This is an optimization exercise on Yosys and OpenROAD, whose aim is small area and a short achievable clock period, not a production implementation. Only simulation tests tie the RTL to the original design; equivalence was not proved. Power figures rest on the tool's default switching activity, not on a simulated workload.

<file path="flow/config.mk">
export PLATFORM = sky130hd
export DESIGN_NAME = ivsyn_arb
export DESIGN_NICKNAME = ivsyn_arb
export VERILOG_FILES = /design/flow/design.v
export SDC_FILE = /design/flow/constraint.sdc
export NUM_CORES = 4
export LEC_CHECK = 0
export CAP_MARGIN = 20
export CORE_MARGIN = 2
export CORE_UTILIZATION = 30
export SLEW_MARGIN = 20
</file>
<file path="flow/constraint.sdc">
create_clock -name core_clock -period 70.0 [get_ports {clk}]
set_input_delay 14.0000 -clock core_clock [delete_from_list [all_inputs] [get_ports {clk}]]
set_output_delay 14.0000 -clock core_clock [all_outputs]
set_load 0.01 [all_outputs]
</file>
<file path="flow/design.v">
module ivsyn_arb (
    input  wire        clk,
    input  wire        rst_n,           
    input  wire [7:0]  waitlim,         
    input  wire        preempt_en,
    input  wire        freeze,
    input  wire        upd_valid,
    input  wire [3:0]  upd_id,
    input  wire        upd_leave,
    input  wire [63:0] upd_deadline,
    input  wire [15:0] req,
    input  wire        close_write,
    output reg         gnt_valid,
    output reg  [3:0]  gnt_id,
    output reg  [63:0] gnt_deadline,
    output reg  [7:0]  gnt_wait,
    output reg         gnt_open,        
    output wire        open_valid,
    output wire [3:0]  open_id,
    output wire [4:0]  streams
);
    localparam N = 16;
    reg  [N-1:0] act;                   
    reg  [63:0]  dl   [0:N-1];          
    reg  [7:0]   wcnt [0:N-1];          
    reg          opn;                   
    reg  [3:0]   opn_id;                
    reg  [3:0]   opn_cnt;               
    assign open_valid = opn;
    assign open_id    = opn_id;
    reg [4:0] nstreams;
    integer k;
    always @* begin
        nstreams = 5'd0;
        for (k = 0; k < N; k = k + 1)
            nstreams = nstreams + {4'd0, act[k]};
    end
    assign streams = nstreams;
    wire [N-1:0] reqv = freeze ? {N{1'b0}} : (req & act);
    wire         wopen = opn & ~close_write & ~freeze;
    reg  [N-1:0] at_lim;
    reg  [N-1:0] pool;
    reg          found;
    reg  [3:0]   best;
    reg  [63:0]  best_dl;
    reg  [7:0]   best_w;
    reg          win_valid;
    reg  [3:0]   win;
    integer i;
    always @* begin
        for (i = 0; i < N; i = i + 1)
            at_lim[i] = reqv[i] && (waitlim != 8'd0) && (wcnt[i] >= waitlim);
        pool = (|at_lim) ? at_lim : reqv;
        found   = 1'b0;
        best    = 4'd0;
        best_dl = 64'd0;
        best_w  = 8'd0;
        for (i = 0; i < N; i = i + 1) begin
            if (pool[i] && (!found || dl[i] < best_dl ||
                            (dl[i] == best_dl && wcnt[i] > best_w))) begin
                found   = 1'b1;
                best    = i[3:0];
                best_dl = dl[i];
                best_w  = wcnt[i];
            end
        end
        win_valid = |reqv;
        if (wopen && reqv[opn_id] && !preempt_en)
            win = opn_id;
        else
            win = best;
    end
    integer j;
    always @(posedge clk) begin
        if (!rst_n) begin
            act          <= {N{1'b0}};
            opn          <= 1'b0;
            opn_id       <= 4'd0;
            opn_cnt      <= 4'd0;
            gnt_valid    <= 1'b0;
            gnt_id       <= 4'd0;
            gnt_deadline <= 64'd0;
            gnt_wait     <= 8'd0;
            gnt_open     <= 1'b0;
            for (j = 0; j < N; j = j + 1)
                wcnt[j] <= 8'd0;
        end else begin
            for (j = 0; j < N; j = j + 1) begin
                if (reqv[j]) begin
                    if (win_valid && win == j[3:0])
                        wcnt[j] <= 8'd0;
                    else if (wcnt[j] != 8'd255)
                        wcnt[j] <= wcnt[j] + 8'd1;
                end
            end
            gnt_valid <= win_valid;
            gnt_open  <= 1'b0;
            if (win_valid) begin
                gnt_id       <= win;
                gnt_deadline <= dl[win];
                gnt_wait     <= wcnt[win];
                if (wopen && win == opn_id) begin
                    opn_cnt <= opn_cnt + 4'd1;
                    if (opn_cnt == 4'd14)
                        opn <= 1'b0;
                end else begin
                    gnt_open <= 1'b1;
                    opn      <= 1'b1;
                    opn_id   <= win;
                    opn_cnt  <= 4'd0;
                end
            end else if (!wopen) begin
                opn <= 1'b0;
            end
            if (upd_valid) begin
                if (upd_leave) begin
                    act[upd_id]  <= 1'b0;
                    wcnt[upd_id] <= 8'd0;
                    if ((win_valid && win == upd_id) ||
                        (!win_valid && wopen && opn_id == upd_id))
                        opn <= 1'b0;
                end else begin
                    act[upd_id] <= 1'b1;
                    dl[upd_id]  <= upd_deadline;
                    if (!act[upd_id])
                        wcnt[upd_id] <= 8'd0;
                end
            end
        end
    end
endmodule
</file>
<file path="flow/run.sh">
#!/bin/bash
# synth_recipe.tcl (not shown) runs the flow's synth.tcl, then flattens the netlist and writes it again
# the make line also repeats each setting of config.mk as NAME=value (left out here)
make -C /OpenROAD-flow-scripts/flow DESIGN_CONFIG=/design/flow/config.mk WORK_HOME=/design/flow/orfs CLKGATE_MAP_FILE= SYNTH_SCRIPT=/design/flow/synth_recipe.tcl finish
</file>
==> run notes <==
flip-flops by register name (all words and copies together), names as in the netlist, named ones only:
name / flops
dl: 1024
wcnt: 128
gnt_deadline: 64
gnt_wait: 8
gnt_id: 4
opn_cnt: 4
opn_id: 4
gnt_open: 1
gnt_valid: 1
opn: 1
timing repair:
action | CTS | global route
setup buffers | 23 | 35
cloned | 3 | 5
pin swaps | 6 | 24
resized for setup | 39 | 87
endpoints found under the hold margin | 0 | 0
endpoints found under the setup margin | 214 | 214
worst register-to-register path, delay by kind of cell, from the launching register on:
| family | cells | cell delay (ps) |
|---|---|---|
| buffers and inverters | 51 | 9020 |
| flip-flops | 1 | 490 |
| multiplexers | 11 | 3420 |
| adder cells (fa/ha/maj) | 16 | 4270 |
| AND/OR/NAND/NOR | 76 | 16540 |
| AO/OA/AOI/OAI | 103 | 21280 |
power breakdown:
part | switching (uW) | total [uW] | internal [uW] | leakage [uW]
clock | 368 | 879 | 511 | 0.00266
combinational | 135 | 231 | 95.3 | 0.0319
sequential | 12.4 | 829 | 816 | 0.0111
per-layer routing:
| metal | vias up | wire (um) | share of wire, % |
|---|---|---|---|
| met3 | 740 | 33850 | 8.9 |
| li1 | 37690 | - | - |
| met1 | 39270 | 155900 | 41 |
| met4 | 8 | 20870 | 5.5 |
| met2 | 3873 | 167600 | 44 |
| met5 | - | 53 | 0.014 |
cells by family (layout without fill, tap and decap cells):
| group | after synthesis | count (layout) |
|---|---|---|
| simple gates | 2701 | 2701 |
| compound gates | 2225 | 2227 |
| flops | 1255 | 1255 |
| fa+ha+maj | 1238 | 1238 |
| buf+inv | 1215 | 2460 |
| mux | 915 | 915 |
| xor+xnor | 82 | 82 |
| other cells | 0 | 2 |
layout make-up:
class / instances / area share, %
multi-input combinational: 7163 / 46.76
sequential: 1255 / 30.82
timing repair buffer: 1347 / 10.41
tap: 4120 / 4.491
clock buffer: 195 / 3.672
inverter: 823 / 2.708
clock inverter: 95 / 1.136
antenna: 2 / 0.004360
cell usage after synthesis (231+ instances only):
library cell  instances  area share [%]
nor2_1              415             1.7
inv_1               822             3.3
ha_1               1228              17
dfxtp_1             231             5.0
nand4_1             267             1.8
mux2i_1             511             5.5
a21o_1              341             2.8
o21ai_0             345             1.9
nand2_1            1186             4.8
mux2_2              381             4.6
clkbuf_1            246             1.0
edfxtp_1           1024              33
a21oi_1             900             4.9
layout by cell type (no fill, tap or decap), drive strengths merged, types with 47 or more instances in the layout:
cell | netlist | layout
nor2 | 416 | 416
nand3 | 166 | 166
a21o | 341 | 341
clkdlybuf4s50 | 0 | 184
o21a | 161 | 162
o21ai | 355 | 355
mux2 | 395 | 395
nor4 | 140 | 140
nor3 | 94 | 94
mux2i | 511 | 511
a21oi | 902 | 902
and3 | 61 | 61
clkbuf | 247 | 200
a31oi | 62 | 62
inv | 823 | 822
ha | 1228 | 1228
buf | 145 | 1157
xor2 | 47 | 47
dfxtp | 231 | 231
edfxtp | 1024 | 1024
o211ai | 80 | 80
clkinv | 0 | 58
nor2b | 109 | 109
nand2b | 108 | 108
nand4 | 268 | 268
o22ai | 67 | 67
nand2 | 1187 | 1187
final timing paths:
kind	depth (start not counted)	startpoint	slack, ps	end
max reg2reg	257	wcnt[15][0]	14870	gnt_deadline[29]
min	2	gnt_id[3]	450	gnt_id[3]
min reg2reg	2	gnt_id[3]	450	gnt_id[3]
max	258	waitlim[1]	1540	gnt_deadline[29]
per-stage QoR:
step	hold WS, ps	utilization, %	setup TNS [ps]	cells
floorplan	454.0	-	0	9631
global placement	445.2	35.00	-880470	14640
detailed placement	448.0	35.00	-935150	14640
CTS	456.5	36.94	0	14960
global route	474.5	37.23	-557.4	15000
finish	454.9	37.23	0	15000
==> flow_metrics.tcl <==
set metrics [dict create \
    drt-pass1-iter-count 8 \
    cp.arrival_ps 69240 \
    cp_common_cell "buf_4" \
    gp_congestion 1.016 \
    max_slew_margin_pct 22.85 \
    drive_gt1_share_pct 18.42 \
    p_leak_uw 0.04567 \
    cts_tree "done" \
    ioPinCount 187 \
    die_y_um 560.1 \
    coreArea_um2 308300 \
    max_cap_viol_count 0 \
    fin_crit_ps 68460 \
    synth_area_um2 92780 \
    ir_drop_mv 0.02963 \
    clockRootBuffer "clkbuf_16" \
    grt_max_degree 65 \
    clock-sinks 1255 \
    post-route-period-util_pct 97.81 \
    setup_slack_ps 1535 \
    hold_violations 0 \
    n_fill_cell 31020 \
    area_growth_pct 23.71 \
    overflow 0 \
    drc 0 \
    p_per_area_nw_per_um2 16.89 \
    synthAdderAreaFrac_pct 16.78 \
    htree_levels 4 \
    grt_busiest_layer "met2" \
    path_class "in2reg" \
    routedWlPerCell_um 25.22 \
    grt_use_met1_pct 30.32 \
    worst_slew_pin_slew_ps 1147 \
    yosys_most_used_dff "edfxtp_1" \
    syn-mean-instance-area_um2 9.634 \
    io_buffer_count 186 \
    ff_latch_area_um2 35370 \
    antenna_left 0 \
    status "no timing/DRC/antenna violations" \
    yosys.area_share.simple_pct 13.82 \
    skew_ps 72.67 \
    drt_wl_total_um 378200 \
    synth_top_family_by_area "adder cells" \
    worst_path_largest_cell_delay_ps 720 \
    worst_path_max_delay_cell "nor4_1" \
    die_x_um 560.1 \
    timing.fmax_mhz 14.61 \
    met3_usage_pct 4.030 \
    cts_made_buffers 155 \
    hold_buffers 0 \
    clk-insertion-delay-late_ps 880 \
    worstPathRequired_ps 70780 \
    die_area_um2 313700 \
    finalInstanceArea_um2 114800 \
    antenna_found_initial 16 \
    ys_ff_latch 1255 \
    grt_pass1_wl_um 537400 \
    initial_core_util_pct 30.09 \
    path_delay_family "compound AO/OA/AOI/OAI gates" \
    syn_inst 9631 \
    yosysSeqAreaShare_pct 38.13 \
    synth_compound_area_share_pct 14.83 \
    grtUsageMet2_pct 36.63 \
    critPathBufInv 53 \
    nNetsFinal 12080 \
    drt-initial-drc-count 8957 \
    vias_per_cell 5.438 \
    dp_slack_ps -4919 \
    dp_hpwl_um 293500 \
    start_kind "primary input" \
    final_max_slew_viol_count 0 \
    placed_area_um2 107900 \
    grt.total_usage_pct 23.12 \
    finalSetupViolCount 0 \
    clockBufferDepth 3 \
    synthDistinctLibCells 108 \
    hold_path.class "reg2reg" \
    ys_warn_count 1 \
    path_max_fanout 42 \
    finalPower_uw 1939 \
    clkSlewWorstSetupHoldPaths_ps 60 \
    synthArstFlopShare_pct 0 \
    vias 81580 \
    synth_edf_count 1024 \
    synth_xor_xnor_area_share_pct 0.7740 \
    syn_nets 10970 \
    multi_input_area_um2 53670 \
    grt_pass1_vias 77900 \
    synthMuxAreaShare_pct 10.58 \
    end_kind "flop" \
    num_rows 204 \
]

what the ideal ports hide:
The results above use ideal ports. As a check the final layout listed here was re-extracted and re-timed, cells and wires unchanged. Step 1 (the two cells are an assumption about what drives the block):
set clk [get_ports {clk}]
set_driving_cell -lib_cell sky130_fd_sc_hd__clkbuf_16 $clk
set_driving_cell -lib_cell sky130_fd_sc_hd__buf_2 [delete_from_list [all_inputs] $clk]
Step 2 moves the port delays by t, midway between the first and last clock arrival at a register: inputs arrive t later, outputs are due t later. That takes back most of the time a late clock gives input paths. a / b / c = no drivers / after step 1 / after step 2; a / b = the first two.
t (ns): 0.950
setup WS [ns]: 1.535 / 1.609 / 0.659
worst register clock-pin slew, ns: 0.07 / 0.07
After both steps setup and hold are still met in this run. For this run, drivers alone change the setup slack by +0.074 ns; drivers and shift together by -0.876 ns.
